Source: an optimization exercise on an open RTL-to-GDS flow (aim: small area, a short achievable clock period and few clock cycles per item). Production flows keep margins and buffers that such runs may drop. The RTL was checked by simulation tests, not by an equivalence proof against the original design.

Design winnow_key, start of the top module:
module winnow_key (
    input  wire        clk,
    input  wire        rst,
    input  wire        req_valid,
    output wire        req_ready,
    input  wire [31:0] req_period,
    input  wire [9:0]  req_n_inst,
    input  wire [15:0] req_i_pred,
    input  wire        req_pol,
    input  wire [15:0] req_p_sw,
    input  wire [7:0]  req_k_th,
    input  wire [7:0]  req_th_code,
    input  wire        cell_valid,
    output wire        cell_ready,
    input  wire        cell_last,
    input  wire [15:0] cell_vcap,
    input  wire [18:0] cell_tau,
    input  wire [23:0] cell_cgain,
    input  wire [7:0]  cell_temp,
    input  wire        cell_ins,
    input  wire [9:0]  cell_pos,
    output reg         out_valid,
    output reg         out_last,
    output reg  [33:0] out_ck
);
    localparam integer MS = 2;               
    localparam integer MOD_CYC = (32 + MS - 1) / MS;   
    localparam integer PW = MOD_CYC * MS;              
  ...
Size: ~5300 cells after synthesis, ~410 flip-flops, ~45000 um2 of cells after synthesis.
clock: 25.0 ns
lec_check: 0
abc_area: 1
cap_margin: 20
core_margin: 2
core_utilization: 40
cts_cluster_diameter: 100
cts_cluster_size: 24
slew_margin: 20
standard.sh (not shown) runs the stock make flow with config.mk's settings and CLKGATE_MAP_FILE= SYNTH_SCRIPT=/design/flow/synth_recipe.tcl, a recipe that flattens the netlist after the stock synthesis.
==> flow/flow/run.sh <==
#!/bin/bash
set -euo pipefail
here=$(pwd)
bash standard.sh DONT_BUFFER_PORTS=1 "PRE_GLOBAL_PLACE_TCL=$here/flow/buffer_ports.tcl" finish > flow_make.log 2>&1
==> flow/flow/buffer_ports.tcl <==
# Port buffers: a small buffer on each input (the inputs have slack) and a
# strong one on each output (each drives the 0.01 pF output load).
buffer_ports -inputs -buffer_cell sky130_fd_sc_hd__buf_1
buffer_ports -outputs -buffer_cell sky130_fd_sc_hd__buf_4
Testbench counts at the start, summed over its fixed seeds: cycles 12,040, items 11,512.
Edit:
==> flow/flow/run.sh (replaced) <==
#!/bin/bash
set -euo pipefail
bash standard.sh "BUFFER_PORTS_ARGS=-buffer_cell sky130_fd_sc_hd__buf_4" finish > flow_make.log 2>&1
CTS_CLUSTER_DIAMETER = not set   (was 100)
CTS_CLUSTER_SIZE = not set   (was 24)
removed: flow/flow/buffer_ports.tcl
After rerunning:
- via count goes up by a few percent
- sequential cell count does not change
- cell count came out higher by a few percent
- hold slack gets worse by 0.0075 ns
- clock-buffer cell count went up by 25
Edit:
==> flow/flow/run.sh (replaced) <==
#!/bin/bash
set -euo pipefail
here=$(pwd)
bash standard.sh "BUFFER_PORTS_ARGS=-buffer_cell sky130_fd_sc_hd__buf_4" \
    "POST_GLOBAL_PLACE_TCL=$here/flow/input_buffers.tcl" finish > flow_make.log 2>&1
==> flow/flow/input_buffers.tcl (new file) <==
# After global placement: the standard flow has buffered every port with
# sky130_fd_sc_hd__buf_4 (BUFFER_PORTS_ARGS in run.sh); the inputs have timing
# slack, so their buffers are made sky130_fd_sc_hd__buf_1. The output buffers,
# which drive the output load, stay buf_4.
set n 0
foreach inst [get_cells input*] {
  if { [get_property $inst ref_name] == "sky130_fd_sc_hd__buf_4" } {
    replace_cell $inst sky130_fd_sc_hd__buf_1
    incr n
  }
}
puts "input port buffers made sky130_fd_sc_hd__buf_1: $n"
CTS_CLUSTER_DIAMETER = 100   (was not set)
CTS_CLUSTER_SIZE = 24   (was not set)
Effect:
- die area stays the same
- register-to-register slack gets worse by 0.02 ns
- design area decreases by 2.7%
- fmax decreases by 0.57%
- worst setup slack gets worse by 0.035 ns

harbor:
winnow_key, a different RTL version from the one above (not shown whole).
For scale: ~5700 cells after synthesis, roughly 370 flip-flops, roughly 210 I/O pins, about 0.046 mm2 of cells after synthesis.
Settings: LEC_CHECK=0, ABC_AREA=1, CAP_MARGIN=20, CORE_MARGIN=2, CORE_UTILIZATION=40, SLEW_MARGIN=20; clock period 25.0 ns.
==> flow/flow/run.sh <==
#!/bin/bash
set -euo pipefail
bash standard.sh "BUFFER_PORTS_ARGS=-buffer_cell sky130_fd_sc_hd__buf_4" finish > flow_make.log 2>&1
harbor closes out successfully: all stages finished, all timing, DRC and antenna checks passed.
Testbench counts of harbor, summed over its fixed seeds: cycles 12,040, items 11,512.
[inputs] juniper vs harbor
- ABC_AREA: 1 -> unset
==> flow/run.sh (new file) <==
#!/bin/bash
# synth_recipe.tcl (not shown) runs the flow's synth.tcl, then flattens the netlist and writes it again
# the make line also repeats each setting of config.mk as NAME=value (left out here)
make -C /OpenROAD-flow-scripts/flow DESIGN_CONFIG=/design/flow/config.mk WORK_HOME=/design/flow/orfs CLKGATE_MAP_FILE= SYNTH_SCRIPT=/design/flow/synth_recipe.tcl finish
removed: flow/flow/run.sh
removed: flow/standard.sh
Notes after the runs:
- Routed wire length | juniper below harbor
- Lower via count among juniper and harbor: juniper
- Wire length on met2 for juniper: 0.78% down relative to harbor
- On headroom to the max-slew limit, juniper does worse than harbor.
- Compared with harbor, in juniper met1 usage went down by 0.20 points; area of the placeable core flat; area after synthesis has increased.
- Number of well taps came out exactly the same in juniper and harbor.
- Comparing juniper and harbor, the higher worst setup slack was measured on harbor.
Input changes introduced in sierra (baseline for comparison: juniper):
- putting ABC_AREA at 1 where nothing was set
Notes after the runs:
sierra vs juniper: number of placed instances, taps included up by a little under 10%
In sierra, the die outline area came out 590 um2 below the value in juniper.
Summary of sierra over juniper: post-synthesis instance area shows a reduction of 230 um2, count of clock-net buffers in the final layout shows a reduction of 4.
Changes observed in sierra relative to juniper: data-path buffer share of cell area in the final layout decreased 0.60 points.
Changes observed in sierra relative to juniper: proportion of cell area occupied by multi-input gates went down 3.1 points, overall global routing resource usage went up 1.4 points, fmax went up 17%.
For sierra, the highest metal layer used by the detailed router was met4, unlike juniper, where it was met5.

[separate check: timing with driven ports]
How much do the figures lean on ideal ports? The routed layouts below were timed once more, with nothing changed but the port constraints. Step 1 assumes that a clkbuf_16 drives the clock port and a buf_2 every other input. Step 2 adds t to the input delays and takes it off the output delays; t is the mean of the earliest and latest rising clock arrival at the registers after step 1. Input paths then give back, and output paths get back, about the clock's delay inside the block. Slacks: ideal / step 1 / step 2; pairs: ideal / step 1.
run | t, ns | setup WS [ns] | pins driven straight from the clock port
the first run of note 1 | 0.704 | 18.900 / 18.834 / 19.121 | 1
the second run of note 1 | 0.696 | 18.847 / 18.777 / 18.995 | 1
the third run of note 1 | 0.694 | 18.812 / 18.745 / 18.997 | 1
harbor | 0.697 | 18.439 / 18.439 / 18.439 | 1
juniper | 0.680 | 17.310 / 17.310 / 17.310 | 1
sierra | 0.685 | 18.410 / 18.385 / 18.410 | 1
After both steps every run listed still meets setup and hold.
